What follows belongs to an exercise in optimizing a design on an open flow for small area, a short achievable clock period and few clock cycles per item; a production flow would make more cautious choices. In this exercise RTL edits were held to simulation tests only and were not proved equivalent to the original. No activity file was given, so power comes from the tool's default toggle rates.

$ cat design/flow/design.v
module gkl_flit_rx (
  input  wire        clk,
  input  wire        rst,
  input  wire        in_valid,
  output wire        in_ready,
  input  wire [63:0] in_data,
  input  wire        in_mode_p,
  output wire        out_valid,
  input  wire        out_ready,
  output wire [63:0] out_data,
  output wire        out_last,
  output wire        st_crc_ok,
  output wire [1:0]  st_corr,
  output wire [1:0]  st_unc,
  output wire [7:0]  st_pos0,
  output wire [7:0]  st_pos1
);
  localparam integer N   = 34;
  localparam [5:0]   NM1 = N - 1;
  function automatic [7:0] gf_mul(input [7:0] a, input [7:0] b);
    integer i;
    reg [7:0] p, x;
    begin
      p = 8'd0;
      x = a;
      for (i = 0; i < 8; i = i + 1) begin
        if (b[i]) p = p ^ x;
        x = {x[6:0], 1'b0} ^ (x[7] ? 8'h1D : 8'h00);
      end
      gf_mul = p;
    end
  endfunction
  function automatic [7:0] apow(input integer k);
    case (k)
      0: apow = 8'h01; 1: apow = 8'h02; 2: apow = 8'h04; 3: apow = 8'h08;
      4: apow = 8'h10; 5: apow = 8'h20; 6: apow = 8'h40; 7: apow = 8'h80;
      default: apow = 8'h1D;
    endcase
  endfunction
  function automatic [7:0] gf_sqrt(input [7:0] a);
    integer i;
    reg [63:0] cols;
    begin
      cols = 64'h5c082e0417028501;
      gf_sqrt = 8'd0;
      for (i = 0; i < 8; i = i + 1)
        if (a[i]) gf_sqrt = gf_sqrt ^ cols[8*i +: 8];
    end
  endfunction
  function automatic [7:0] lane_hits(input [7:0] b0, input [7:0] b1,
                                     input [7:0] t0, input [7:0] t1,
                                     input act0, input act1);
    begin
      lane_hits[0] = act0 && (b0 == t0);
      lane_hits[1] = act1 && (b1 == t1);
      lane_hits[2] = act0 && (b0 == gf_mul(t0, 8'h8e));
      lane_hits[3] = act1 && (b1 == gf_mul(t1, 8'h8e));
      lane_hits[4] = act0 && (b0 == gf_mul(t0, 8'h47));
      lane_hits[5] = act1 && (b1 == gf_mul(t1, 8'h47));
      lane_hits[6] = act0 && (b0 == gf_mul(t0, 8'had));
      lane_hits[7] = act1 && (b1 == gf_mul(t1, 8'had));
    end
  endfunction
  function automatic [2:0] enc8(input [7:0] h);
    enc8 = {h[4] | h[5] | h[6] | h[7], h[2] | h[3] | h[6] | h[7], h[1] | h[3] | h[5] | h[7]};
  endfunction
  reg [64*N-1:0] ring;
  reg [5:0]  ph;           
  reg [5:0]  wp, rp;       
  reg [5:0]  cnt;          
  reg [4:0]  ibeat, obeat;
  reg        imode;
  reg [7:0]  acc_a, acc_b, acc_c, acc_d;
  reg        fs_valid, fs_mode;
  reg [7:0]  fs_a, fs_b, fs_c, fs_d;
  reg        dec_valid;
  reg [31:0] crc;
  reg        hv, h_last;
  reg [63:0] h_data;
  reg        s_ok;
  reg [1:0]  s_corr, s_unc;
  reg [7:0]  s_pos0, s_pos1;
  wire [63:0] r0    = ring[63:0];
  wire [63:0] rlast = ring[64*N-1 -: 64];
  reg in_rdy, rd_ok, walign, ralign, ofirst, olast;
  assign in_ready = in_rdy;
  wire wr = in_valid && in_rdy;
  wire rd = rd_ok && (!hv || out_ready);
  wire rd_last = rd && olast;
  wire xfer = fs_valid && (!dec_valid || rd_last);
  wire ib30 = (ibeat == 5'd30), ib31 = (ibeat == 5'd31);
  wire [5:0] ph_p1 = (ph == NM1) ? 6'd0 : ph + 6'd1;
  wire c_full = (cnt == N[5:0]);
  wire c_nm1  = (cnt == NM1);
  wire c_zero = (cnt == 6'd0);
  wire c_one  = (cnt == 6'd1);
  wire full_n  = (c_full && !rd) || (c_nm1 && wr && !rd);
  wire empty_n = (c_zero && !wr) || (c_one && rd && !wr);
  wire walign_n = wr ? walign : (wp == ph);
  wire ralign_n = rd ? ralign : (rp == ph_p1);
  wire fs_valid_n  = (wr && ib31) || (fs_valid && !xfer);
  wire dec_valid_n = xfer || (dec_valid && !rd_last);
  wire ib31_n = wr ? ib30 : ib31;
  wire ob30 = (obeat == 5'd30);
  always @(posedge clk) begin
    ring <= {r0, (wr ? in_data : rlast), ring[64*(N-1)-1:64]};
  end
  always @(posedge clk) begin
    if (rst) begin
      ph    <= 6'd0;
      wp    <= NM1;
      rp    <= NM1;
      cnt   <= 6'd0;
      ibeat <= 5'd0;
      obeat <= 5'd0;
      fs_valid  <= 1'b0;
      dec_valid <= 1'b0;
      hv     <= 1'b0;
      in_rdy <= 1'b1;
      rd_ok  <= 1'b0;
      walign <= 1'b1;
      ralign <= 1'b0;
      ofirst <= 1'b1;
      olast  <= 1'b0;
    end else begin
      ph  <= ph_p1;
      if (wr) wp <= (wp == NM1) ? 6'd0 : wp + 6'd1;
      if (rd) rp <= (rp == NM1) ? 6'd0 : rp + 6'd1;
      cnt <= cnt + {5'd0, wr} - {5'd0, rd};
      if (wr) ibeat <= ibeat + 5'd1;
      if (rd) obeat <= obeat + 5'd1;
      fs_valid  <= fs_valid_n;
      dec_valid <= dec_valid_n;
      hv     <= rd || (hv && !out_ready);
      walign <= walign_n;
      ralign <= ralign_n;
      in_rdy <= walign_n && !full_n && !(ib31_n && fs_valid_n);
      rd_ok  <= ralign_n && !empty_n && dec_valid_n;
      if (rd) begin
        ofirst <= olast;
        olast  <= ob30;
      end
    end
  end
  wire ib0 = (ibeat == 5'd0);
  wire mode_in = ib0 ? in_mode_p : imode;
  always @(posedge clk) begin
    if (wr && ib0) imode <= in_mode_p;
  end
  wire [63:0] dz = (ib31 && !mode_in) ? {16'h0, in_data[47:0]} : in_data;
  wire [7:0] bb  = ib0 ? 8'd0 : acc_b;
  wire [7:0] bdd = ib0 ? 8'd0 : acc_d;
  wire [7:0] s_ev, s_od, s_bp, s_bd, s_dp;
  wire sx80 = dz[5] ^ bb[4];
  wire sx81 = dz[6] ^ bb[5];
  wire sx82 = dz[22] ^ sx80;
  wire sx83 = dz[23] ^ sx81;
  wire sx84 = dz[7] ^ bb[6];
  wire sx85 = dz[14] ^ dz[31];
  wire sx86 = dz[13] ^ dz[47];
  wire sx87 = dz[39] ^ sx82;
  wire sx88 = dz[1] ^ bb[0];
  wire sx89 = dz[2] ^ bb[1];
  wire sx90 = dz[3] ^ bb[2];
  wire sx91 = dz[4] ^ bb[3];
  wire sx92 = dz[30] ^ sx86;
  wire sx93 = dz[10] ^ dz[19];
  wire sx94 = dz[28] ^ dz[37];
  wire sx95 = dz[46] ^ dz[55];
  wire sx96 = sx88 ^ sx93;
  wire sx97 = sx94 ^ sx95;
  wire sx98 = sx96 ^ sx97;
  wire sx99 = dz[11] ^ dz[20];
  wire sx100 = dz[29] ^ dz[38];
  wire sx101 = sx89 ^ sx99;
  wire sx102 = sx100 ^ sx101;
  wire sx103 = dz[12] ^ dz[21];
  wire sx104 = sx90 ^ sx103;
  wire sx105 = bdd[4] ^ sx92;
  wire sx106 = bdd[5] ^ sx85;
  wire sx107 = dz[15] ^ bdd[6];
  wire sx108 = bb[7] ^ sx83;
  wire sx109 = dz[30] ^ sx104;
  wire sx110 = sx85 ^ sx91;
  wire sx111 = dz[13] ^ dz[45];
  wire sx112 = dz[15] ^ dz[47];
  wire sx113 = dz[33] ^ sx84;
  wire sx114 = dz[17] ^ sx87;
  wire sx115 = dz[18] ^ sx83;
  wire sx116 = bb[7] ^ sx84;
  wire sx117 = bb[7] ^ sx91;
  wire sx118 = dz[14] ^ dz[15];
  wire sx119 = sx80 ^ sx98;
  wire sx120 = sx118 ^ sx119;
  wire sx121 = dz[39] ^ sx109;
  wire sx122 = dz[23] ^ sx110;
  wire sx123 = sx98 ^ sx102;
  wire sx124 = sx105 ^ sx107;
  wire sx125 = bdd[7] ^ sx106;
  assign s_ev[0] = ((dz[0] ^ dz[16]) ^ (dz[32] ^ dz[48]));
  assign s_ev[1] = ((dz[17] ^ dz[1]) ^ (dz[33] ^ dz[49]));
  assign s_ev[2] = ((dz[18] ^ dz[2]) ^ (dz[34] ^ dz[50]));
  assign s_ev[3] = ((dz[19] ^ dz[35]) ^ (dz[3] ^ dz[51]));
  assign s_ev[4] = ((dz[20] ^ dz[36]) ^ (dz[4] ^ dz[52]));
  assign s_ev[5] = ((dz[21] ^ dz[37]) ^ (dz[53] ^ dz[5]));
  assign s_ev[6] = ((dz[22] ^ dz[38]) ^ (dz[54] ^ dz[6]));
  assign s_ev[7] = ((dz[23] ^ dz[39]) ^ (dz[55] ^ dz[7]));
  assign s_od[0] = ((dz[24] ^ dz[40]) ^ (dz[56] ^ dz[8]));
  assign s_od[1] = ((dz[25] ^ dz[41]) ^ (dz[57] ^ dz[9]));
  assign s_od[2] = ((dz[10] ^ dz[26]) ^ (dz[42] ^ dz[58]));
  assign s_od[3] = ((dz[11] ^ dz[27]) ^ (dz[43] ^ dz[59]));
  assign s_od[4] = ((dz[12] ^ dz[28]) ^ (dz[44] ^ dz[60]));
  assign s_od[5] = ((dz[29] ^ dz[61]) ^ sx111);
  assign s_od[6] = ((dz[14] ^ dz[30]) ^ (dz[46] ^ dz[62]));
  assign s_od[7] = ((dz[31] ^ dz[63]) ^ sx112);
  assign s_bp[0] = (dz[48] ^ sx87);
  assign s_bp[1] = ((dz[32] ^ dz[49]) ^ sx83);
  assign s_bp[2] = (((dz[16] ^ dz[50]) ^ sx113) ^ sx87);
  assign s_bp[3] = (((dz[51] ^ (dz[0] ^ dz[34])) ^ sx108) ^ sx114);
  assign s_bp[4] = (sx87 ^ ((sx88 ^ ((dz[35] ^ dz[52]) ^ sx84)) ^ sx115));
  assign s_bp[5] = (((dz[53] ^ (dz[19] ^ dz[36])) ^ (sx84 ^ sx89)) ^ sx108);
  assign s_bp[6] = (sx116 ^ (sx90 ^ (dz[54] ^ (dz[20] ^ dz[37]))));
  assign s_bp[7] = ((dz[55] ^ (dz[21] ^ dz[38])) ^ sx117);
  assign s_bd[0] = (((dz[56] ^ sx84) ^ sx83) ^ sx120);
  assign s_bd[1] = (sx102 ^ (sx116 ^ (sx81 ^ ((dz[48] ^ dz[57]) ^ sx112))));
  assign s_bd[2] = ((((dz[58] ^ (dz[40] ^ dz[49])) ^ sx108) ^ sx121) ^ sx120);
  assign s_bd[3] = (sx123 ^ (sx122 ^ (sx82 ^ (sx86 ^ ((dz[32] ^ dz[41]) ^ (dz[50] ^ dz[59]))))));
  assign s_bd[4] = (sx123 ^ ((sx113 ^ ((dz[47] ^ dz[51]) ^ (dz[60] ^ (dz[24] ^ dz[42])))) ^ sx121));
  assign s_bd[5] = ((((dz[43] ^ dz[52]) ^ ((dz[25] ^ dz[31]) ^ (dz[34] ^ dz[39]))) ^ ((dz[61] ^ (dz[16] ^ dz[22])) ^ sx104)) ^ ((sx117 ^ sx92) ^ sx102));
  assign s_bd[6] = (sx114 ^ (sx122 ^ ((((dz[35] ^ dz[44]) ^ (dz[53] ^ dz[62])) ^ (dz[8] ^ (dz[13] ^ dz[26]))) ^ sx109)));
  assign s_bd[7] = (((sx111 ^ ((dz[27] ^ dz[36]) ^ (dz[54] ^ dz[63]))) ^ sx115) ^ (sx82 ^ ((dz[9] ^ (dz[0] ^ dz[15])) ^ sx110)));
  assign s_dp[0] = (dz[56] ^ sx105);
  assign s_dp[1] = ((dz[40] ^ dz[57]) ^ sx106);
  assign s_dp[2] = ((dz[58] ^ (dz[24] ^ dz[41])) ^ sx124);
  assign s_dp[3] = (sx125 ^ (((dz[25] ^ dz[42]) ^ (dz[59] ^ dz[8])) ^ sx105));
  assign s_dp[4] = ((sx106 ^ ((dz[43] ^ dz[60]) ^ (dz[9] ^ (bdd[0] ^ dz[26])))) ^ sx124);
  assign s_dp[5] = ((((dz[27] ^ dz[44]) ^ sx107) ^ (dz[61] ^ (bdd[1] ^ dz[10]))) ^ sx125);
  assign s_dp[6] = (((bdd[2] ^ bdd[7]) ^ (dz[11] ^ dz[28])) ^ ((dz[45] ^ dz[62]) ^ sx107));
  assign s_dp[7] = ((dz[46] ^ dz[63]) ^ ((bdd[3] ^ bdd[7]) ^ (dz[12] ^ dz[29])));
  wire [7:0] na = (ib0 ? 8'd0 : acc_a) ^ s_ev ^ (mode_in ? 8'd0 : s_od);
  wire [7:0] nb = mode_in ? s_bp : s_bd;
  wire [7:0] nc = (ib0 ? 8'd0 : acc_c) ^ s_od;
  wire [7:0] nd = s_dp;
  always @(posedge clk) begin
    if (wr) begin
      acc_a <= na; acc_b <= nb; acc_c <= nc; acc_d <= nd;
      if (ib31) begin
        fs_a <= na; fs_b <= nb; fs_c <= nc; fs_d <= nd;
        fs_mode <= mode_in;
      end
    end
  end
  wire [7:0] s1d   = gf_mul(fs_b, 8'h47);
  wire [7:0] sq_s0 = gf_sqrt(fs_a);
  wire [7:0] i_b0  = fs_mode ? fs_b : gf_sqrt(s1d);
  wire [7:0] i_b1  = fs_mode ? fs_d : i_b0;
  wire [7:0] i_t0  = fs_mode ? gf_mul(fs_a, 8'hcc) : gf_mul(sq_s0, 8'h8e);
  wire [7:0] i_t1  = fs_mode ? gf_mul(fs_c, 8'hcc) : gf_mul(sq_s0, 8'h66);
  wire [7:0] i_a1  = fs_mode ? fs_c : fs_a;
  wire i_za = (fs_a == 8'd0), i_zb = (fs_b == 8'd0);
  wire i_zc = (fs_c == 8'd0), i_zd = (fs_d == 8'd0);
  wire i_act0  = !i_za && !i_zb;
  wire i_act1  = fs_mode ? (!i_zc && !i_zd) : i_act0;
  wire i_ub0   = (i_za != i_zb);
  wire i_ub1   = fs_mode && (i_zc != i_zd);
  reg        dmode, act0, act1, ub0, ub1, fnd0, fnd1;
  reg [7:0]  a0, a1, b0, b1, t0, t1, hit;
  reg [7:0]  fpos0, fpos1;
  wire [7:0] t0n = gf_mul(t0, 8'hd8);
  wire [7:0] t1n = gf_mul(t1, 8'hd8);
  wire sel = fs_valid && (!dec_valid || olast);
  wire [7:0] n_hit = lane_hits(sel ? i_b0 : b0, sel ? i_b1 : b1,
                               sel ? i_t0 : t0n, sel ? i_t1 : t1n,
                               sel ? i_act0 : act0, sel ? i_act1 : act1) &
                     ((!sel && dmode && ob30) ? 8'h3F : 8'hFF);
  wire [7:0] m0 = dmode ? hit : (hit & 8'h55);
  wire [7:0] m1 = dmode ? 8'd0 : (hit & 8'hAA);
  wire h0 = |m0, h1 = |m1;
  wire [7:0] cpos0 = {obeat, enc8(m0)};
  wire [7:0] cpos1 = {obeat, enc8(m1)};
  always @(posedge clk) begin
    if (xfer) begin
      dmode <= !fs_mode;
      a0 <= fs_a;  a1 <= i_a1;
      b0 <= i_b0;  b1 <= i_b1;
      t0 <= i_t0;  t1 <= i_t1;
      act0 <= i_act0; act1 <= i_act1;
      ub0 <= i_ub0;   ub1 <= i_ub1;
      hit  <= n_hit;
      fnd0 <= 1'b0;   fnd1 <= 1'b0;
    end else if (rd) begin
      t0  <= t0n;
      t1  <= t1n;
      hit <= n_hit;
      if (h0) begin fnd0 <= 1'b1; fpos0 <= cpos0; end
      if (h1) begin fnd1 <= 1'b1; fpos1 <= cpos1; end
    end
  end
  reg [63:0] fix;
  integer l;
  always @* begin
    for (l = 0; l < 8; l = l + 1)
      fix[8*l +: 8] = hit[l] ? ((l % 2) ? a1 : a0) : 8'd0;
  end
  wire f0 = fnd0 || h0;
  wire f1 = fnd1 || h1;
  wire [63:0] nbeat = r0 ^ fix;
  wire [31:0] cb = ofirst ? 32'hFFFFFFFF : crc;
  wire [31:0] crc_nx;
  wire cx96 = cb[11] ^ nbeat[11];
  wire cx97 = cb[12] ^ nbeat[12];
  wire cx98 = cb[13] ^ nbeat[13];
  wire cx99 = cb[3] ^ nbeat[3];
  wire cx100 = cb[4] ^ nbeat[4];
  wire cx101 = cb[16] ^ nbeat[16];
  wire cx102 = cb[5] ^ nbeat[5];
  wire cx103 = cb[6] ^ nbeat[6];
  wire cx104 = cb[7] ^ nbeat[7];
  wire cx105 = cb[8] ^ nbeat[8];
  wire cx106 = cb[9] ^ nbeat[9];
  wire cx107 = cb[19] ^ nbeat[19];
  wire cx108 = cb[10] ^ nbeat[10];
  wire cx109 = cb[14] ^ nbeat[14];
  wire cx110 = cb[30] ^ nbeat[30];
  wire cx111 = cb[15] ^ nbeat[15];
  wire cx112 = cb[31] ^ nbeat[31];
  wire cx113 = cb[1] ^ nbeat[1];
  wire cx114 = cb[2] ^ nbeat[2];
  wire cx115 = cx98 ^ cx99;
  wire cx116 = cb[17] ^ nbeat[17];
  wire cx117 = cb[20] ^ nbeat[20];
  wire cx118 = nbeat[32] ^ cx96;
  wire cx119 = nbeat[39] ^ cx100;
  wire cx120 = cb[0] ^ nbeat[0];
  wire cx121 = cb[18] ^ nbeat[18];
  wire cx122 = cb[21] ^ nbeat[21];
  wire cx123 = cb[22] ^ nbeat[22];
  wire cx124 = cb[23] ^ nbeat[23];
  wire cx125 = cb[24] ^ nbeat[24];
  wire cx126 = cb[25] ^ nbeat[25];
  wire cx127 = cb[26] ^ nbeat[26];
  wire cx128 = cb[27] ^ nbeat[27];
  wire cx129 = cx101 ^ cx103;
  wire cx130 = cb[28] ^ nbeat[28];
  wire cx131 = nbeat[35] ^ cx97;
  wire cx132 = cb[29] ^ nbeat[29];
  wire cx133 = nbeat[36] ^ nbeat[54];
  wire cx134 = nbeat[34] ^ cx102;
  wire cx135 = nbeat[37] ^ cx105;
  wire cx136 = nbeat[38] ^ cx106;
  wire cx137 = nbeat[55] ^ cx110;
  wire cx138 = nbeat[56] ^ cx108;
  wire cx139 = nbeat[46] ^ cx104;
  wire cx140 = nbeat[47] ^ cx115;
  wire cx141 = cx107 ^ cx119;
  wire cx142 = cx109 ^ cx113;
  wire cx143 = cx111 ^ cx114;
  wire cx144 = nbeat[45] ^ cx118;
  wire cx145 = nbeat[61] ^ cx112;
  wire cx146 = nbeat[40] ^ cx117;
  wire cx147 = nbeat[41] ^ cx122;
  wire cx148 = nbeat[42] ^ cx123;
  wire cx149 = nbeat[50] ^ nbeat[57];
  wire cx150 = nbeat[43] ^ cx124;
  wire cx151 = nbeat[44] ^ cx125;
  wire cx152 = nbeat[48] ^ nbeat[60];
  wire cx153 = nbeat[52] ^ cx126;
  wire cx154 = nbeat[53] ^ cx127;
  wire cx155 = nbeat[63] ^ cx116;
  wire cx156 = nbeat[51] ^ nbeat[59];
  wire cx157 = nbeat[33] ^ nbeat[58];
  wire cx158 = cx120 ^ cx131;
  wire cx159 = nbeat[49] ^ nbeat[62];
  wire cx160 = cx128 ^ cx133;
  wire cx161 = cx134 ^ cx143;
  wire cx162 = cx121 ^ cx132;
  wire cx163 = nbeat[63] ^ cx135;
  wire cx164 = cx137 ^ cx152;
  wire cx165 = cx129 ^ cx136;
  wire cx166 = cx130 ^ cx139;
  wire cx167 = cx138 ^ cx145;
  wire cx168 = cx102 ^ cx159;
  wire cx169 = cx96 ^ cx104;
  wire cx170 = cx130 ^ cx146;
  wire cx171 = nbeat[36] ^ cx150;
  wire cx172 = nbeat[61] ^ cx148;
  wire cx173 = nbeat[39] ^ nbeat[58];
  wire cx174 = nbeat[62] ^ cx122;
  wire cx175 = nbeat[44] ^ cx107;
  wire cx176 = cx125 ^ cx128;
  wire cx177 = nbeat[34] ^ cx97;
  wire cx178 = cx144 ^ cx168;
  wire cx179 = nbeat[52] ^ cx146;
  wire cx180 = cx141 ^ cx165;
  wire cx181 = cx142 ^ cx157;
  wire cx182 = nbeat[59] ^ cx121;
  wire cx183 = cx147 ^ cx169;
  wire cx184 = nbeat[38] ^ nbeat[40];
  wire cx185 = nbeat[60] ^ cx113;
  wire cx186 = cx129 ^ cx149;
  wire cx187 = cx98 ^ cx114;
  wire cx188 = cx141 ^ cx158;
  wire cx189 = cx120 ^ cx151;
  wire cx190 = nbeat[35] ^ nbeat[57];
  wire cx191 = nbeat[43] ^ cx126;
  wire cx192 = cx99 ^ cx123;
  wire cx193 = nbeat[45] ^ cx105;
  wire cx194 = cx140 ^ cx166;
  wire cx195 = cx100 ^ cx106;
  wire cx196 = cx101 ^ cx132;
  wire cx197 = cx155 ^ cx174;
  wire cx198 = nbeat[33] ^ nbeat[54];
  wire cx199 = cx101 ^ cx136;
  wire cx200 = cx109 ^ cx119;
  wire cx201 = nbeat[32] ^ cx98;
  wire cx202 = cx151 ^ cx154;
  wire cx203 = cx111 ^ cx121;
  wire cx204 = cx134 ^ cx145;
  wire cx205 = cx153 ^ cx155;
  wire cx206 = cx154 ^ cx162;
  wire cx207 = nbeat[34] ^ nbeat[48];
  wire cx208 = nbeat[35] ^ cx118;
  wire cx209 = cx99 ^ cx160;
  wire cx210 = cx108 ^ cx116;
  wire cx211 = nbeat[37] ^ nbeat[49];
  wire cx212 = nbeat[55] ^ cx112;
  wire cx213 = cx116 ^ cx211;
  wire cx214 = cx138 ^ cx182;
  wire cx215 = cx158 ^ cx170;
  wire cx216 = cx161 ^ cx214;
  wire cx217 = nbeat[56] ^ cx115;
  wire cx218 = cx118 ^ cx147;
  wire cx219 = cx133 ^ cx162;
  wire cx220 = cx135 ^ cx148;
  wire cx221 = nbeat[37] ^ nbeat[41];
  wire cx222 = cx135 ^ cx142;
  wire cx223 = nbeat[40] ^ cx190;
  wire cx224 = nbeat[59] ^ nbeat[60];
  wire cx225 = cx142 ^ cx147;
  wire cx226 = cx144 ^ cx163;
  wire cx227 = cx151 ^ cx191;
  wire cx228 = nbeat[41] ^ cx153;
  wire cx229 = cx103 ^ cx124;
  wire cx230 = cx131 ^ cx139;
  wire cx231 = cx144 ^ cx172;
  wire cx232 = cx161 ^ cx164;
  wire cx233 = cx117 ^ cx159;
  wire cx234 = cx143 ^ cx176;
  wire cx235 = nbeat[39] ^ nbeat[51];
  wire cx236 = cx129 ^ cx175;
  wire cx237 = cx153 ^ cx192;
  wire cx238 = cx170 ^ cx237;
  wire cx239 = nbeat[50] ^ cx114;
  wire cx240 = cx108 ^ cx133;
  wire cx241 = cx166 ^ cx177;
  wire cx242 = cx173 ^ cx239;
  wire cx243 = nbeat[46] ^ cx156;
  wire cx244 = cx137 ^ cx243;
  wire cx245 = cx140 ^ cx198;
  wire cx246 = cx140 ^ cx164;
  wire cx247 = cx177 ^ cx199;
  wire cx248 = nbeat[42] ^ cx111;
  wire cx249 = cx167 ^ cx202;
  wire cx250 = cx160 ^ cx203;
  wire cx251 = cx156 ^ cx157;
  wire cx252 = cx106 ^ cx138;
  wire cx253 = cx156 ^ cx193;
  wire cx254 = cx96 ^ cx97;
  wire cx255 = nbeat[58] ^ cx105;
  wire cx256 = cx140 ^ cx165;
  wire cx257 = cx123 ^ cx156;
  wire cx258 = cx150 ^ cx201;
  wire cx259 = nbeat[54] ^ cx110;
  wire cx260 = cx100 ^ cx124;
  wire cx261 = cx127 ^ cx149;
  assign crc_nx[0] = (((cx179 ^ cx181) ^ (cx208 ^ cx209)) ^ ((cx210 ^ (cx207 ^ cx137)) ^ cx180));
  assign crc_nx[1] = ((cx183 ^ (((nbeat[53] ^ (nbeat[33] ^ nbeat[36])) ^ cx119) ^ (cx212 ^ cx213))) ^ (cx215 ^ cx216));
  assign crc_nx[2] = (((cx158 ^ cx186) ^ (cx185 ^ ((cx107 ^ cx184) ^ cx134))) ^ ((cx217 ^ cx218) ^ (cx219 ^ cx220)));
  assign crc_nx[3] = ((((((nbeat[51] ^ nbeat[57]) ^ cx103) ^ (cx104 ^ cx116)) ^ ((cx117 ^ cx221) ^ cx136)) ^ ((cx137 ^ cx187) ^ cx171)) ^ ((cx172 ^ cx181) ^ cx188));
  assign crc_nx[4] = ((((((nbeat[38] ^ nbeat[42]) ^ cx104) ^ (cx112 ^ cx173)) ^ (cx115 ^ cx174)) ^ (cx171 ^ cx179)) ^ ((cx189 ^ cx222) ^ cx216));
  assign crc_nx[5] = (((((nbeat[53] ^ cx224) ^ cx143) ^ (cx192 ^ cx223)) ^ (cx225 ^ cx227)) ^ (cx180 ^ cx226));
  assign crc_nx[6] = (((((cx127 ^ cx128) ^ cx142) ^ (cx175 ^ cx229)) ^ (cx228 ^ cx230)) ^ (cx231 ^ cx232));
  assign crc_nx[7] = (((((nbeat[56] ^ (nbeat[33] ^ nbeat[42])) ^ cx129) ^ (cx145 ^ cx154)) ^ ((cx193 ^ cx233) ^ cx158)) ^ ((cx171 ^ cx234) ^ cx194));
  assign crc_nx[8] = ((((cx207 ^ (nbeat[32] ^ cx149)) ^ cx197) ^ (cx196 ^ (cx160 ^ cx195))) ^ ((cx222 ^ cx227) ^ cx194));
  assign crc_nx[9] = ((((((nbeat[47] ^ nbeat[49]) ^ cx113) ^ (cx127 ^ cx235)) ^ (cx160 ^ cx162)) ^ (cx161 ^ cx236)) ^ (cx226 ^ cx238));
  assign crc_nx[10] = (((cx144 ^ cx225) ^ cx241) ^ (cx242 ^ ((cx132 ^ (nbeat[37] ^ cx124)) ^ (cx154 ^ cx240))));
  assign crc_nx[11] = (((cx220 ^ cx234) ^ cx245) ^ (cx244 ^ (cx131 ^ (cx96 ^ (cx132 ^ cx184)))));
  assign crc_nx[12] = ((((cx130 ^ (nbeat[56] ^ cx112)) ^ cx171) ^ (cx200 ^ cx228)) ^ (cx246 ^ cx247));
  assign crc_nx[13] = (cx249 ^ (((cx132 ^ (nbeat[48] ^ cx102)) ^ (cx201 ^ cx213)) ^ ((cx223 ^ cx248) ^ cx200)));
  assign crc_nx[14] = (cx178 ^ ((((nbeat[41] ^ cx109) ^ cx191) ^ (cx184 ^ (cx110 ^ cx157))) ^ (cx186 ^ cx250)));
  assign crc_nx[15] = (cx241 ^ (((cx155 ^ cx212) ^ (cx221 ^ ((nbeat[39] ^ nbeat[50]) ^ cx127))) ^ ((cx248 ^ cx251) ^ cx236)));
  assign crc_nx[16] = ((((((nbeat[42] ^ nbeat[43]) ^ cx103) ^ cx169) ^ cx141) ^ (cx181 ^ cx219)) ^ ((cx252 ^ cx253) ^ cx246));
  assign crc_nx[17] = ((((cx135 ^ cx139) ^ (cx175 ^ cx195)) ^ (cx167 ^ cx179)) ^ ((cx254 ^ (((nbeat[43] ^ nbeat[49]) ^ (nbeat[57] ^ nbeat[59])) ^ (cx109 ^ cx120))) ^ cx232));
  assign crc_nx[18] = ((((((nbeat[44] ^ nbeat[53]) ^ cx111) ^ (cx117 ^ cx149)) ^ (cx131 ^ cx147)) ^ ((cx185 ^ cx255) ^ cx167)) ^ (cx178 ^ cx256));
  assign crc_nx[19] = (((((cx120 ^ cx97) ^ (nbeat[48] ^ cx106)) ^ (cx139 ^ cx187)) ^ ((cx240 ^ cx251) ^ cx186)) ^ ((cx197 ^ cx200) ^ cx231));
  assign crc_nx[20] = (((((cx117 ^ cx152) ^ (nbeat[47] ^ cx110)) ^ (cx168 ^ cx257)) ^ (cx163 ^ cx230)) ^ ((cx250 ^ cx258) ^ cx180));
  assign crc_nx[21] = (((((cx104 ^ cx122) ^ (cx128 ^ cx130)) ^ ((nbeat[58] ^ (nbeat[49] ^ nbeat[50])) ^ cx185)) ^ ((cx259 ^ cx260) ^ cx140)) ^ ((cx163 ^ cx189) ^ (cx204 ^ cx208)));
  assign crc_nx[22] = (((((nbeat[62] ^ cx107) ^ cx176) ^ (cx196 ^ cx210)) ^ ((cx254 ^ cx259) ^ cx204)) ^ ((cx242 ^ cx253) ^ cx238));
  assign crc_nx[23] = ((((((nbeat[60] ^ nbeat[62]) ^ cx112) ^ cx115) ^ (cx195 ^ cx229)) ^ (cx205 ^ cx206)) ^ ((cx218 ^ cx244) ^ cx215));
  assign crc_nx[24] = ((((((nbeat[55] ^ nbeat[56]) ^ cx125) ^ (cx152 ^ cx173)) ^ (cx131 ^ cx146)) ^ ((cx148 ^ cx155) ^ cx183)) ^ ((cx204 ^ cx206) ^ cx256));
  assign crc_nx[25] = ((((((nbeat[55] ^ nbeat[57]) ^ cx105) ^ (cx113 ^ cx157)) ^ (cx150 ^ cx153)) ^ ((cx182 ^ cx233) ^ cx172)) ^ ((cx183 ^ cx217) ^ cx247));
  assign crc_nx[26] = (((((cx149 ^ cx224) ^ (nbeat[34] ^ cx109)) ^ (cx148 ^ cx150)) ^ ((cx187 ^ cx255) ^ cx197)) ^ ((cx202 ^ cx252) ^ cx188));
  assign crc_nx[27] = (((((nbeat[45] ^ nbeat[57]) ^ (nbeat[61] ^ (nbeat[33] ^ nbeat[38]))) ^ (cx129 ^ cx134)) ^ ((cx203 ^ cx257) ^ cx141)) ^ ((cx164 ^ cx189) ^ (cx205 ^ cx258)));
  assign crc_nx[28] = (((((cx121 ^ cx126) ^ cx136) ^ (cx139 ^ cx260)) ^ (cx164 ^ cx209)) ^ (cx178 ^ cx249));
  assign crc_nx[29] = (((((cx130 ^ cx198) ^ (nbeat[55] ^ (nbeat[46] ^ nbeat[47]))) ^ (cx176 ^ cx261)) ^ ((cx97 ^ (cx103 ^ cx126)) ^ cx141)) ^ ((cx163 ^ cx167) ^ cx178));
  assign crc_nx[30] = ((((((nbeat[51] ^ nbeat[62]) ^ cx102) ^ (cx110 ^ cx133)) ^ (cx138 ^ cx142)) ^ ((cx196 ^ cx261) ^ cx205)) ^ (cx188 ^ cx194));
  assign crc_nx[31] = (((((cx120 ^ cx190) ^ (nbeat[32] ^ cx107)) ^ (cx235 ^ (cx108 ^ cx112))) ^ (cx161 ^ cx163)) ^ ((cx199 ^ cx206) ^ cx245));
  always @(posedge clk) begin
    if (rd) begin
      h_data <= nbeat;
      h_last <= olast;
      if (!olast)
        crc <= crc_nx;
      else begin
        s_ok   <= (nbeat[31:0] == ~crc);
        s_corr <= {f1, f0};
        s_unc  <= {ub1 || (!dmode && act1 && !f1), ub0 || (act0 && !f0)};
        s_pos0 <= !f0 ? 8'd0 : h0 ? cpos0 : fpos0;
        s_pos1 <= !f1 ? 8'd0 : h1 ? cpos1 : fpos1;
      end
    end
  end
  assign out_valid = hv;
  assign out_data  = h_data;
  assign out_last  = h_last;
  assign st_crc_ok = s_ok;
  assign st_corr   = s_corr;
  assign st_unc    = s_unc;
  assign st_pos0   = s_pos0;
  assign st_pos1   = s_pos1;
endmodule
$ cat design/flow/flow/run.sh
#!/bin/bash
# Standard ORFS layout (the standard.sh), with repair_timing aimed at a
# tighter setup target than the 11 ns clock (the SDC itself is unchanged).
set -euo pipefail
bash standard.sh SETUP_SLACK_MARGIN=7.3 finish > flow_make.log 2>&1
$ cat design/flow/standard.sh
#!/bin/bash
# synth_recipe.tcl (not shown) runs the flow's synth.tcl, then flattens the netlist and writes it again
# the make line also repeats each setting of config.mk as NAME=value (left out here)
make -C /OpenROAD-flow-scripts/flow DESIGN_CONFIG=/design/flow/config.mk WORK_HOME=/design/flow/orfs CLKGATE_MAP_FILE= SYNTH_SCRIPT=/design/flow/synth_recipe.tcl "${@:-finish}"
$ cat design/flow/config.mk
export PLATFORM = sky130hd
export DESIGN_NAME = gkl_flit_rx
export DESIGN_NICKNAME = gkl_flit_rx
export VERILOG_FILES = /design/flow/design.v
export SDC_FILE = /design/flow/constraint.sdc
export NUM_CORES = 4
export LEC_CHECK = 0
export CAP_MARGIN = 20
export CORE_MARGIN = 2
export CORE_UTILIZATION = 60
export CTS_CLUSTER_DIAMETER = 80
export CTS_CLUSTER_SIZE = 30
export PLACE_DENSITY_LB_ADDON = 0.1
export SLEW_MARGIN = 20
$ cat design/flow/constraint.sdc
create_clock -name core_clock -period 11.0 [get_ports {clk}]
set_input_delay 2.2000 -clock core_clock [delete_from_list [all_inputs] [get_ports {clk}]]
set_output_delay 2.2000 -clock core_clock [all_outputs]
set_load 0.01 [all_outputs]
==> results.cfg, run 1 <==
[synthesis]
synth_cell_types = 68
synth_seq_cells = 2482
synth-simple-area-share_pct = 3.797
yosys_warnings = 1
avgSynthCellArea_um2 = 15.13
synth_compound_area_share_pct = 1.171
syn_area_mm2 = 0.06680
synthAdderAreaFrac_pct = 0.6294
yosysSeqAreaShare_pct = 78.30
syn-instance-count = 4415
synth_nets = 4517
synth_top_family_by_area = XOR/XNOR gates
synth_mux_area_share_pct = 1.032
synth_edf_count = 261
synthFlopType = dfxtp_1
async_flop_share_pct = 0
synthXorXnorAreaFrac_pct = 14.14

[sta]
post-route-period-util_pct = 34.18
hold_viol_final = 0
skew_ns = 0.05173
fin_crit_ns = 3.760
worst_pin_slew_ns = 1.120
setup_violations = 0
rsz0062_at_grt = true
fmax_ghz = 0.2660
drv_slew = 0
final.setup.tns_ns = 0
max_slew_margin_pct = 24.62

[finish]
fillers = 7827
drive_gt1_share_pct = 6.965
multi_input_area_mm2 = 0.01440
top_regs = ring (2176), h_data (64), crc (32)
fin_nets = 4768
final_common_cell = dfxtp_1
layout_common_cells = dfxtp_1, xnor2_1, nand2_1
regArea_mm2 = 0.05230
regMostFlops = ring
area_growth_pct = 10.56
largest_register_ffs = 2176
stdcell_area_mm2 = 0.07385

[detailed_routing]
vias_per_cell = 4.792
ant_nets = 0
wirelength_mm = 136.7
num_vias = 29698
wl_per_cell_um = 22.05
dr.first_iter.drc_count = 2293
drc = 0
drtPass1Iterations = 5

[pwr]
power_leakage_uw = 0.02957
powerDensity_mw_per_mm2 = 218.7
peakVddDrop_uv = 200.4
power.total_uw = 16150

[floorplan]
io_pins = 157
die_w_um = 337.7
fp.coreArea_mm2 = 0.1105
die_h_um = 337.7
rows = 122
dieArea_mm2 = 0.1140
initial_core_util_pct = 60.44

[place]
io_buffers = 156
place.gp.congestion = 0.9681
placed_area_mm2 = 0.07033
place_hpwl_mm = 97.73

[clock_tree]
htreeDepth = 3
cts_max_path_buffers = 3
clkLatencyLatePin_ns = 0.73
clock_sinks = 2482
holdBufCountCts = 0
root_buffer = clkbuf_16
cts_tree = yes
cts_buffers = 97
clk_pin_slew_ns = 0.11

[min_path]
min_path_type = flip-flop to flip-flop

[critical_path]
required_ns = 11.48
arrival_ns = 4.24
cp_max_fo = 11
critPathCaptureType = flip-flop
cp-start-kind = flip-flop
critPathKind = flip-flop to flip-flop

[grt]
first_global_vias = 28680
grt_pass1_wl_mm = 195.2
track_usage_pct = 24.02
grt_max_degree = 65
gr-total-overflow = 0
antenna_found_initial = 9

[status]
status = complete, no violations

[job]
maxCapViolations = 0
Yosys cell counts (6+ instances only):
master / count / area share (%)
inv_1: 75 / 0.42
xor3_1: 30 / 1.1
buf_1: 10 / 0.056
a21o_1: 6 / 0.067
o21ai_1: 18 / 0.13
xnor2_1: 636 / 8.3
a22oi_1: 7 / 0.079
xor2_1: 233 / 3.1
ha_1: 32 / 0.60
buf_2: 22 / 0.16
xor2_2: 11 / 0.27
nand2_1: 385 / 2.2
clkbuf_1: 41 / 0.23
nor4_1: 15 / 0.14
xnor2_2: 6 / 0.15
nor2b_1: 6 / 0.056
nand4_1: 18 / 0.17
nor2_1: 103 / 0.58
mux2i_1: 40 / 0.60
dfxtp_1: 2221 / 67
and2_1: 22 / 0.21
o21ai_0: 29 / 0.22
a21oi_1: 35 / 0.26
nor3_1: 11 / 0.082
nand3_1: 16 / 0.12
mux2_2: 20 / 0.34
edfxtp_1: 261 / 12
xnor3_1: 34 / 1.1
layer usage:
metal | GRT usage (%) | up-vias | wire [um]
met5 | 0 | - | 40
met4 | 5.626 | 6 | 3272
met1 | 35.97 | 14385 | 65360
li1 | - | 14421 | -
met3 | 4.543 | 184 | 8257
met2 | 36.34 | 702 | 59730
worst max-delay path, stage by stage, from the launching register on:
cell and delay [ns]:
edfxtp_1 0.81, nand2_1 0.14, xor2_1 0.18, buf_4 0.24
xor2_1 0.88, xnor2_1 0.29, xor2_1 0.24, xnor2_1 0.44
xnor2_1 0.16, xnor2_1 0.14
cells by family after synthesis:
kind of cell,after synthesis
flops,2482
compound gates,126
mux,64
fa+ha+maj,33
xor+xnor,953
simple gates,602
buf+inv,155
what timing repair did:
action | in CTS | in global routing
endpoints found under the hold margin | 0 | 0
gates resized for setup | 189 | 59
cloned | 3 | 2
pin swaps | 6 | 6
setup buffers | 22 | 13
setup endpoints to repair | 336 | 71
stage by stage:
| stage | instances | util [%] | hold slack, ns | worst slack (ns) |
|---|---|---|---|---|
| after CTS | 6182 | 66.51 | 0.3090 | 7.259 |
| final | 6198 | 66.83 | 0.3154 | 7.240 |
| after floorplan | 4415 | - | 0.3096 | 6.897 |
| after global routing | 6197 | 66.82 | 0.3070 | 7.233 |
| after detailed placement | 6015 | 63.63 | 0.3121 | 5.624 |
| after global placement | 6015 | 63.63 | 0.3095 | 5.736 |
power breakdown:
part	internal, uW	leakage, uW	total (uW)	switching (uW)
clock	1720	0.00139	4310	2590
sequential	9890	0.0208	10100	207
combinational	779	0.00737	1750	966
total	12400	0.0296	16200	3760
area by class of cell:
class | count | share of cell area, %
sequential | 2482 | 70.82
multi-input combinational | 1778 | 19.50
clock buffer | 127 | 3.510
timing repair buffer | 223 | 2.706
tap | 1488 | 2.521
inverter | 80 | 0.4591
clock inverter | 15 | 0.4117
timing repair inverter | 4 | 0.06946
antenna | 1 | 0.003388
path summary, 6_finish.rpt:
check,start,endpoint,slack [ns],cells after the start
worst max-delay path,hit[5],crc[19],7.24,9
worst min-delay path,ring[1938],ring[1874],0.32,0
worst max register to register,hit[5],crc[19],7.24,9
worst min register to register,ring[1938],ring[1874],0.32,0
Testbench counts, summed over its fixed seeds: cycles 16,656, flits 512.
==> run 2: changes to the inputs <==
==> design/flow/flow/run.sh (replaced) <==
#!/bin/bash
# Standard ORFS layout (the standard.sh), with repair_timing aimed at a
# tighter setup target than the 11 ns clock (the SDC itself is unchanged).
set -euo pipefail
bash standard.sh SETUP_SLACK_MARGIN=7.6 finish > flow_make.log 2>&1
==> run 2 against run 1 <==
Still clean on timing, DRC and antenna. Setup slack gained 0.017 ns. Final area grew 1.3%. Global-route usage increased by 0.89 points. Largest cell class unchanged.
==> results.cfg, run 2 <==
[status]
status = complete, no violations

[grt]
grt_pass1_wl_mm = 201.3
antenna_found_initial = 15
grt_max_degree = 81
first_global_vias = 29374
track_usage_pct = 24.91
gr-total-overflow = 0

[finish]
area_growth_pct = 12.01
regMostFlops = ring
top_regs = ring (2176), h_data (64), crc (32)
stdcell_area_mm2 = 0.07482
antenna_cells = 0
largest_register_ffs = 2176
layout_common_cells = dfxtp_1, xnor2_1, nand2_1
final_common_cell = dfxtp_1
fillers = 7732
drive_gt1_share_pct = 11.92
fin_nets = 4796

[synthesis]
synth_cell_types = 68
syn-instance-count = 4415
synth_compound_area_share_pct = 1.171
syn_area_mm2 = 0.06680
synth_top_family_by_area = XOR/XNOR gates
ys_top_cells_by_count = dfxtp_1, xnor2_1, nand2_1, edfxtp_1, xor2_1
synthFlopType = dfxtp_1
netlist.area_leader.share_pct = 66.56
avgSynthCellArea_um2 = 15.13
synthXorXnorAreaFrac_pct = 14.14
yosys_warnings = 1
synth_edf_count = 261
yosysTopAreaCell = dfxtp_1
synth-simple-area-share_pct = 3.797
async_flop_share_pct = 0
synth_most_common_cell = dfxtp_1
synth_nets = 4517
synth_seq_cells = 2482
synthTopCellsByArea = dfxtp_1, edfxtp_1, xnor2_1
yosysSeqAreaShare_pct = 78.30
synthAdderAreaFrac_pct = 0.6294
synth_mux_area_share_pct = 1.032

[sta]
post-route-period-util_pct = 34.03
skew_ns = 0.06991
hold-worst-slack_ns = 0.2951
drv_slew = 0
hold_viol_final = 0
fin_crit_ns = 3.743
max_slew_margin_pct = 31.74
worst_pin_slew_ns = 1.015
setup_violations = 0
rsz0062_at_grt = true
fmax_ghz = 0.2672
final.setup.tns_ns = 0
layout_setup_ws_ns = 7.257

[detailed_routing]
drtPass1Iterations = 5
wl_per_cell_um = 22.62
drc = 0
num_vias = 30328
ant_nets = 0
dr.first_iter.drc_count = 2295
vias_per_cell = 4.871
wirelength_mm = 140.8

[critical_path]
r2r_setup_slack_ns = 7.60
cp_slowest_stage_delay_ns = 0.58
required_ns = 8.80
cp_max_fo = 1
reg2reg_depth = 8
critPathCaptureType = output pin
critPathKind = flip-flop to output pin
arrival_ns = 1.54
r2r-end = crc[24]
cp-start-kind = flip-flop
critPathSlowestCell = edfxtp_1
worstPathCellList = buf_2
cp_num_buf_inv = 1
crit_family = flip-flops
r2r_start = a0[5]

[clock_tree]
clk_pin_slew_ns = 0.11
root_buffer = clkbuf_16
cts_tree = yes
clkLatencyLatePin_ns = 0.74
cts_max_path_buffers = 3
cts_buffers = 97
holdBufCountCts = 0
clock_sinks = 2482
htreeDepth = 3

[pwr]
intPower_uw = 12440
switchingPower_uw = 3842
peakVddDrop_uv = 193.5
p_clk_share_pct = 26.6
power_frac_comb_pct = 11.4
power.total_uw = 16280
powerDensity_mw_per_mm2 = 217.6
power_leakage_uw = 0.03003
swShare_pct = 23.60
pwr-share-seq_pct = 62.0

[floorplan]
dieArea_mm2 = 0.1140
fp.coreArea_mm2 = 0.1105
initial_core_util_pct = 60.44
die_h_um = 337.7
die_w_um = 337.7
rows = 122
io_pins = 157

[place]
placed_area_mm2 = 0.07049
place_hpwl_mm = 98.94
place_ws_ns = 6.077
io_buffers = 156
place.gp.congestion = 0.9415

[min_path]
hold_end = ring[1239]
min_path_type = flip-flop to flip-flop
min_from = ring[1303]
min_path_cells = 0

[job]
maxCapViolations = 0
-- run 2: cell counts after synthesis --
Identical to the previous run, type by type.
-- run 2: metal layers --
metal | track usage (%) | up-vias | routed length, um
met2 | 38.53 | 794 | 62700
met5 | 0 | - | 7
met3 | 3.539 | 181 | 7322
li1 | - | 14491 | -
met1 | 37.36 | 14860 | 67380
met4 | 5.797 | 2 | 3430
-- run 2: repair_timing --
item                       CTS  global route
gates cloned                 7             0
gates resized for setup    616            99
setup endpoints to repair  407           133
pin swaps                   35            25
setup buffers               46            19
-- run 2: layout make-up --
type                            count  area [um^2]  area share [%]
Multi-Input combinational cell   1779        15380           20.56
Clock buffer                      124         2539           3.393
Clock inverter                     19        364.1          0.4867
Tap cell                         1488         1862           2.489
Timing Repair Buffer              249         1938           2.591
Timing Repair inverter              5        65.06         0.08696
Sequential cell                  2482        52310           69.91
Inverter                           80        357.8          0.4783
-- run 2: metrics by stage --
| stage | std cells | utilization [%] |
|---|---|---|
| finish | 6226 | 67.70 |
| global placement | 6011 | 63.79 |
| detailed placement | 6011 | 63.79 |
| global route | 6226 | 67.70 |
| CTS | 6207 | 67.27 |
| floorplan | 4415 | - |
-- run 2: power groups by stage --
| stage | Sequential (uW) | Combinational (uW) | Clock [uW] |
|---|---|---|---|
| after CTS | 10100 | 1810 | 4440 |
| after floorplan | 10200 | 1250 | 0 |
| after global placement | 10300 | 1720 | 0 |
| final | 10100 | 1850 | 4330 |
| after detailed placement | 10300 | 1710 | 0 |
| after global routing | 10200 | 1960 | 4740 |
-- run 2: worst max path at each step --
stage	startpoint	end	slack (ns)	cells after the start
after CTS	h_data[45]	out_data[45]	7.24	1
after global placement	out_ready	cnt[4]	6.15	15
after floorplan	out_ready	cnt[4]	6.86	15
final	h_data[59]	out_data[59]	7.26	1
after global routing	h_data[34]	out_data[34]	7.23	1
after detailed placement	out_ready	t0[3]	6.08	9
-- run 2: cell families after synthesis --
kind of cell,after synthesis
flip-flops,2482
XOR/XNOR,953
AND/OR/NAND/NOR,602
buffers and inverters,155
AO/OA/AOI/OAI,126
multiplexers,64
adder cells (fa/ha/maj),33
==> run 3: changes to the inputs <==
==> design/flow/flow/run.sh (replaced) <==
#!/bin/bash
# Standard ORFS layout (the standard.sh), with repair_timing aimed at a
# tighter setup target than the 11 ns clock (the SDC itself is unchanged).
set -euo pipefail
bash standard.sh SETUP_SLACK_MARGIN=7.3 "BUFFER_PORTS_ARGS=-buffer_cell sky130_fd_sc_hd__buf_1" finish > flow_make.log 2>&1
==> run 3 against run 2 <==
Register-to-register slack got worse by 0.36 ns. Global-route usage is 1.4 points lower. Synthesized area did not move. Final cell count shrank 0.77%. Sequential cell count is the same. Die area stayed put. Count of clock-buffer cells in the layout grew 2. Utilization down 2.0 points. Largest power group unchanged.
==> results.cfg, run 3 <==
[grt]
track_usage_pct = 23.48
gr-total-overflow = 0
met3_usage_pct = 4.268
busiest_layer = met2
first_global_vias = 28326
met2_usage_pct = 35.34
gr-usage-met1_pct = 35.06
antenna_found_initial = 11
grt_max_degree = 85
grt_pass1_wl_mm = 189.8

[sta]
rsz0062_at_grt = true
post-route-period-util_pct = 34.17
hold-worst-slack_ns = 0.2991
fmax_ghz = 0.2661
drv_slew = 0
hold_viol_final = 0
setup_violations = 0
skew_ns = 0.04647
final.setup.tns_ns = 0
worst_pin_slew_ns = 1.191
fin_crit_ns = 3.758
max_slew_margin_pct = 19.90

[floorplan]
rows = 122
die_h_um = 337.7
io_pins = 157
initial_core_util_pct = 60.44
dieArea_mm2 = 0.1140
fp.coreArea_mm2 = 0.1105
die_w_um = 337.7

[synthesis]
synth_compound_area_share_pct = 1.171
yosysSeqAreaShare_pct = 78.30
synth_nets = 4517
synth_edf_count = 261
synth_mux_area_share_pct = 1.032
ys_top_cells_by_count = dfxtp_1, xnor2_1, nand2_1, edfxtp_1, xor2_1
yosysTopAreaCell = dfxtp_1
synth_seq_cells = 2482
avgSynthCellArea_um2 = 15.13
synthFlopType = dfxtp_1
synth_cell_types = 68
netlist.area_leader.share_pct = 66.56
synthTopCellsByArea = dfxtp_1, edfxtp_1, xnor2_1
synthAdderAreaFrac_pct = 0.6294
async_flop_share_pct = 0
syn-instance-count = 4415
synth_most_common_cell = dfxtp_1
synth_top_family_by_area = XOR/XNOR gates
synthXorXnorAreaFrac_pct = 14.14
synth-simple-area-share_pct = 3.797
syn_area_mm2 = 0.06680
yosys_warnings = 1

[clock_tree]
cts_buffers = 97
cts_max_path_buffers = 3
clock_sinks = 2482
root_buffer = clkbuf_16
cts_tree = yes
clk_pin_slew_ns = 0.11
clkLatencyLatePin_ns = 0.73
holdBufCountCts = 0
htreeDepth = 3

[detailed_routing]
drtPass1Iterations = 5
vias_per_cell = 4.756
dr.first_iter.drc_count = 2252
num_vias = 29382
wl_per_cell_um = 21.67
ant_nets = 0
wirelength_mm = 133.9
drc = 0

[status]
status = complete, no violations

[pwr]
powerDensity_mw_per_mm2 = 221.9
peakVddDrop_uv = 233.9
power_leakage_uw = 0.02876

[job]
maxCapViolations = 0

[critical_path]
r2r_setup_slack_ns = 7.24
arrival_ns = 4.27
critPathKind = flip-flop to flip-flop
critPathCaptureType = flip-flop
cp_max_fo = 11
cp-start-kind = flip-flop
required_ns = 11.52

[place]
place_hpwl_mm = 96.30
place.gp.congestion = 0.9916
placedCellCount = 6015
io_buffers = 156

[finish]
largest_register_ffs = 2176
regArea_mm2 = 0.05230
fillers = 8018
utilization_pct = 65.71
final_common_cell = dfxtp_1
top_regs = ring (2176), h_data (64), crc (32)
regMostFlops = ring
fin_nets = 4746
area_growth_pct = 8.712
multi_input_area_mm2 = 0.01417
fin_cells = 6178
layout_common_cells = dfxtp_1, xnor2_1, nand2_1
drive_gt1_share_pct = 5.930

[min_path]
min_path_type = flip-flop to flip-flop
==> run 3: cell counts after synthesis <==
No cell type changed its count.
==> run 3: repair_timing <==
action	CTS	global route
setup endpoints to repair	131	50
resized for setup	13	22
setup buffers	9	9
==> run 3: area by class of cell <==
| class | count | area share, % |
|---|---|---|
| sequential | 2482 | 72.02 |
| multi-input combinational | 1778 | 19.51 |
| clock buffer | 126 | 3.565 |
| tap | 1488 | 2.564 |
| timing repair buffer | 205 | 1.420 |
| inverter | 80 | 0.4601 |
| clock inverter | 17 | 0.4514 |
| antenna | 2 | 0.006892 |
==> run 3: metrics by stage <==
| stage | total power (uW) | instance area (um^2) | worst slack, ns |
|---|---|---|---|
| after floorplan | 11430 | 67030 | 6.897 |
| after global placement | 11970 | 69350 | 6.055 |
| after CTS | 16240 | 72430 | 7.278 |
| after detailed placement | 11980 | 69350 | 5.991 |
| final | 16110 | 72620 | 7.242 |
| after global routing | 16700 | 72610 | 7.194 |
==> run 3: worst max-delay path: stages, from the launching register on <==
cell	delay, ns
edfxtp_1	0.79
nand2_1	0.24
xor2_1	0.20
buf_4	0.20
xnor2_1	0.61
xor2_1	0.21
xnor2_2	0.41
xnor3_1	0.42
xnor2_1	0.15
xnor2_1	0.32
==> run 3: report_power, final <==
| part | switching, uW | internal [uW] | total [uW] | leakage (uW) |
|---|---|---|---|---|
| logic | 954 | 744 | 1700 | 0.00656 |
| registers | 198 | 9890 | 10100 | 0.0208 |
| clock network | 2610 | 1720 | 4330 | 0.00140 |
==> run 3: logic make-up (layout without fill, tap and decap cells) <==
kind of cell / Yosys count / after routing
DFF: 2482 / 2482
xor gates and xnor gates: 953 / 953
and+or+nand+nor: 602 / 602
buffers and inverters: 155 / 428
AOI/OAI and AO/OA: 126 / 126
muxes: 64 / 64
adders and majority gates: 33 / 33
other: 0 / 2
==> run 3: path summary, 6_finish.rpt <==
path / startpoint / to / cells past startpoint
worst max-delay path: hit[7] / crc[18] / 9
worst max register to register: hit[7] / crc[18] / 9
worst min register to register: ring[1881] / ring[1817] / 0
worst min-delay path: ring[1881] / ring[1817] / 0
==> run 3: routing by layer <==
| metal | share of wire [%] | up-vias | routed length, um |
|---|---|---|---|
| met2 | 43 | 694 | 57550 |
| met3 | 6.1 | 177 | 8205 |
| met4 | 2.8 | 0 | 3704 |
| li1 | - | 14376 | - |
| met1 | 48 | 14135 | 64450 |
| met5 | 0 | - | 0 |
==> run 4: changes to the inputs <==
--- a/design/flow/design.v
+++ b/design/flow/design.v
@@ -65,8 +65,8 @@
     enc8 = {h[4] | h[5] | h[6] | h[7], h[2] | h[3] | h[6] | h[7], h[1] | h[3] | h[5] | h[7]};
   endfunction
   reg [64*N-1:0] ring;
-  reg [5:0]  ph;           
-  reg [5:0]  wp, rp;       
+  reg [5:0]  dw;           
+  reg [5:0]  dr;           
   reg [5:0]  cnt;          
   reg [4:0]  ibeat, obeat;
   reg        imode;
@@ -82,22 +82,21 @@
   reg [7:0]  s_pos0, s_pos1;
   wire [63:0] r0    = ring[63:0];
   wire [63:0] rlast = ring[64*N-1 -: 64];
-  reg in_rdy, rd_ok, walign, ralign, ofirst, olast;
+  reg in_rdy, rd_ok, ofirst, olast;
   assign in_ready = in_rdy;
   wire wr = in_valid && in_rdy;
   wire rd = rd_ok && (!hv || out_ready);
   wire rd_last = rd && olast;
   wire xfer = fs_valid && (!dec_valid || rd_last);
   wire ib30 = (ibeat == 5'd30), ib31 = (ibeat == 5'd31);
-  wire [5:0] ph_p1 = (ph == NM1) ? 6'd0 : ph + 6'd1;
   wire c_full = (cnt == N[5:0]);
   wire c_nm1  = (cnt == NM1);
   wire c_zero = (cnt == 6'd0);
   wire c_one  = (cnt == 6'd1);
   wire full_n  = (c_full && !rd) || (c_nm1 && wr && !rd);
   wire empty_n = (c_zero && !wr) || (c_one && rd && !wr);
-  wire walign_n = wr ? walign : (wp == ph);
-  wire ralign_n = rd ? ralign : (rp == ph_p1);
+  wire walign_n = wr || (dw == NM1);
+  wire ralign_n = rd || (dr == NM1);
   wire fs_valid_n  = (wr && ib31) || (fs_valid && !xfer);
   wire dec_valid_n = xfer || (dec_valid && !rd_last);
   wire ib31_n = wr ? ib30 : ib31;
@@ -107,9 +106,8 @@
   end
   always @(posedge clk) begin
     if (rst) begin
-      ph    <= 6'd0;
-      wp    <= NM1;
-      rp    <= NM1;
+      dw    <= 6'd0;
+      dr    <= 6'd1;
       cnt   <= 6'd0;
       ibeat <= 5'd0;
       obeat <= 5'd0;
@@ -118,22 +116,17 @@
       hv     <= 1'b0;
       in_rdy <= 1'b1;
       rd_ok  <= 1'b0;
-      walign <= 1'b1;
-      ralign <= 1'b0;
       ofirst <= 1'b1;
       olast  <= 1'b0;
     end else begin
-      ph  <= ph_p1;
-      if (wr) wp <= (wp == NM1) ? 6'd0 : wp + 6'd1;
-      if (rd) rp <= (rp == NM1) ? 6'd0 : rp + 6'd1;
+      dw  <= walign_n ? 6'd0 : dw + 6'd1;
+      dr  <= ralign_n ? 6'd0 : dr + 6'd1;
       cnt <= cnt + {5'd0, wr} - {5'd0, rd};
       if (wr) ibeat <= ibeat + 5'd1;
       if (rd) obeat <= obeat + 5'd1;
       fs_valid  <= fs_valid_n;
       dec_valid <= dec_valid_n;
       hv     <= rd || (hv && !out_ready);
-      walign <= walign_n;
-      ralign <= ralign_n;
       in_rdy <= walign_n && !full_n && !(ib31_n && fs_valid_n);
       rd_ok  <= ralign_n && !empty_n && dec_valid_n;
       if (rd) begin
==> run 4 against run 3 <==
Die area is 1.0% lower. Sequential power barely moved. Final area decreased by 0.88%. Clock power is 0.9% lower. Power down 1.5%. Via count is 0.34% lower. Wire length up 1.3%. Sequential cell count fell by 8. Critical path type unchanged.
==> results.cfg, run 4 <==
[synthesis]
synthTopCellsByArea = dfxtp_1, edfxtp_1, xnor2_1
syn_area_mm2 = 0.06611
synth_seq_cells = 2474
ys_top_cells_by_count = dfxtp_1, xnor2_1, nand2_1, edfxtp_1, xor2_1
netlist.area_leader.share_pct = 67.02
synth_cell_types = 64
synthFlopType = dfxtp_1
synth_edf_count = 261
async_flop_share_pct = 0
synth_nets = 4443
avgSynthCellArea_um2 = 15.22
yosys_warnings = 1
yosysSeqAreaShare_pct = 78.87
yosysTopAreaCell = dfxtp_1
syn-instance-count = 4343
synth_most_common_cell = dfxtp_1

[place]
place_hpwl_mm = 95.90
place.gp.congestion = 0.9676
io_buffers = 156
placedCellCount = 5875

[critical_path]
r2r-end = crc[20]
critPathCaptureType = flip-flop
critPathSlowestCell = xnor2_1
crit_start = hit[6]
cp_slowest_stage_delay_ns = 0.81
cp_num_buf_inv = 0
r2r_start = hit[6]
reg2reg_depth = 8
required_ns = 11.45
arrival_ns = 4.22
worstPathCellList = nand2_1, xor2_2, xnor2_1, xnor2_1, xnor2_1, xnor2_1, xnor2_1, xnor2_1
cp.depth = 8
cp-start-kind = flip-flop
crit_family = XOR/XNOR gates
cp_max_fo = 11
cpMostUsedCell = xnor2_1
r2r_setup_slack_ns = 7.23
critPathKind = flip-flop to flip-flop

[finish]
area_growth_pct = 8.882
largest_register_ffs = 2176
final_common_cell = dfxtp_1
utilization_pct = 66.03
fin_nets = 4672
regMostFlops = ring
top_regs = ring (2176), h_data (64), crc (32)
fillers = 7710
layout_common_cells = dfxtp_1, xnor2_1, nand2_1
drive_gt1_share_pct = 6.176
fin_cells = 6032

[floorplan]
fp.coreArea_mm2 = 0.1090
die_h_um = 335.9
rows = 121
die_w_um = 335.9
io_pins = 157
initial_core_util_pct = 60.65
dieArea_mm2 = 0.1128

[grt]
gr-total-overflow = 0
grt_max_degree = 78
track_usage_pct = 24.01
antenna_found_initial = 11
first_global_vias = 28433
grt_pass1_wl_mm = 192.8

[pwr]
intPower_uw = 12220
power_leakage_uw = 0.02852
power_frac_comb_pct = 10.0
switchingPower_uw = 3645
swShare_pct = 22.98
powerDensity_mw_per_mm2 = 220.4
peakVddDrop_uv = 234.3
p_clk_share_pct = 27.1
power.total_uw = 15860
pwr-share-seq_pct = 63.0

[detailed_routing]
ant_nets = 0
dr.first_iter.drc_count = 2401
vias_per_cell = 4.854
num_vias = 29281
wl_per_cell_um = 22.48
wirelength_mm = 135.6
drtPass1Iterations = 8
drc = 0

[sta]
max_slew_margin_pct = 24.50
post-route-period-util_pct = 34.26
drv_slew = 0
hold_viol_final = 0
fin_crit_ns = 3.769
fmax_ghz = 0.2653
final.setup.tns_ns = 0
rsz0062_at_grt = true
setup_violations = 0
worst_pin_slew_ns = 1.124
skew_ns = 0.06094

[min_path]
hold_end = ring[463]
min_path_cells = 0
min_path_type = flip-flop to flip-flop
min_from = ring[527]

[status]
status = complete, no violations

[clock_tree]
clk_pin_slew_ns = 0.11
clock_sinks = 2474
cts_tree = yes
cts_buffers = 96
cts_max_path_buffers = 3
root_buffer = clkbuf_16
holdBufCountCts = 0
htreeDepth = 3
clkLatencyLatePin_ns = 0.74

[job]
maxCapViolations = 0
run 4: changes by cell type in the layout (fill, tap and decap cells not counted), sizes merged, moves of 4 or more:
| cell | change |
|---|---|
| xor2 | -20 |
| dfxtp | -8 |
| nor3 | -7 |
| clkbuf | -6 |
| mux2i | -5 |
| nand4 | -5 |
| a31oi | +4 |
| and2 | -4 |
| and3 | -4 |
| xnor2 | +4 |
run 4: worst max path at each step:
stage	to	slack [ns]
after floorplan	cnt[4]	6.87
after global placement	t0[1]	5.62
after detailed placement	t0[1]	5.59
after CTS	out_data[44]	7.26
after global routing	hit[3]	7.21
final	crc[20]	7.23
run 4: power groups by stage:
stage	sequential, uW	combinational (uW)	clock [uW]
2_1_floorplan	10100	1160	0
3_3_place_gp	10200	1550	0
3_5_place_dp	10200	1550	0
4_1_cts	10000	1560	4410
5_1_grt	10000	1680	4710
6_report	9990	1580	4290
run 4: metal layers:
metal / track usage, % / part of all wire, % / vias to the layer above
li1: - / - / 14120
met1: 36.32 / 49 / 14321
met2: 36.90 / 44 / 701
met3: 3.777 / 5.5 / 139
met4: 4.856 / 1.7 / 0
met5: 0 / 0 / -
run 4: cell families (layout without fill, tap and decap cells):
kind of cell,Yosys count,in the layout,share of synthesized area [%]
buf+inv,151,423,0.9217
fa+ha+maj,31,31,0.5981
compound gates,112,112,1.018
simple gates,582,582,3.666
xor+xnor,933,933,13.94
mux,60,60,0.9823
other cells,0,3,0
flops,2474,2474,78.87
run 4: layout make-up:
cell class,instances,area [um^2],area share (%)
well taps,1414,1769,2.458
clock buffers,123,2535,3.522
clock inverters,18,351.6,0.4885
diodes,3,7.507,0.01043
multi-input cells,1718,13790,19.16
repair buffers,201,1064,1.478
inverters,81,322.8,0.4485
flip-flops and latches,2474,52140,72.44
run 4: stage by stage:
| step | setup WS [ns] | hold slack (ns) | cell area [um^2] |
|---|---|---|---|
| detailed placement | 5.595 | 0.3121 | 68490 |
| CTS | 7.263 | 0.3072 | 71650 |
| global route | 7.210 | 0.3082 | 71980 |
| floorplan | 6.872 | 0.3096 | 66220 |
| finish | 7.231 | 0.3033 | 71980 |
| global placement | 5.621 | 0.3095 | 68490 |
run 4: timing repair:
action                                 in CTS  in global routing
setup buffers                               6                  5
setup endpoints to repair                 141                 65
endpoints found under the hold margin       0                  0
gates resized for setup                    32                 38
cloned                                      0                  2
pin swaps                                   0                  0
Testbench counts of run 4, summed over its fixed seeds: cycles 16,656, flits 512.

[static timing again, ports no longer ideal]
In the flow no input, the clock included, has a driving cell. The finished layouts below were timed again as built, in two steps. Step 1, drivers: a clkbuf_16 drives clk and a buf_2 each remaining input, both assumed. Step 2 also shifts input and output timing later by t, the mid clock arrival at the registers, as if the neighbouring blocks saw the same clock. Slacks: ideal / step 1 / step 2; pairs: ideal / step 1.
run	t, ns	slack for setup (ns)	worst setup path after step 2	worst register clock-pin slew, ns	worst slew at a driven data input, ns
run 1	0.781	7.240 / 7.223 / 6.596	input to register	0.11 / 0.11	0.09
run 2	0.784	7.257 / 7.181 / 6.866	input to register	0.11 / 0.11	0.07
run 3	0.788	7.242 / 7.237 / 6.604	input to register	0.12 / 0.12	0.08
run 4	0.782	7.231 / 7.212 / 6.570	input to register	0.12 / 0.12	0.15
After both steps every run listed still meets setup and hold. The setup slack of run 4, which loses most, moves by -0.019 ns with the drivers and by -0.661 ns with both steps.
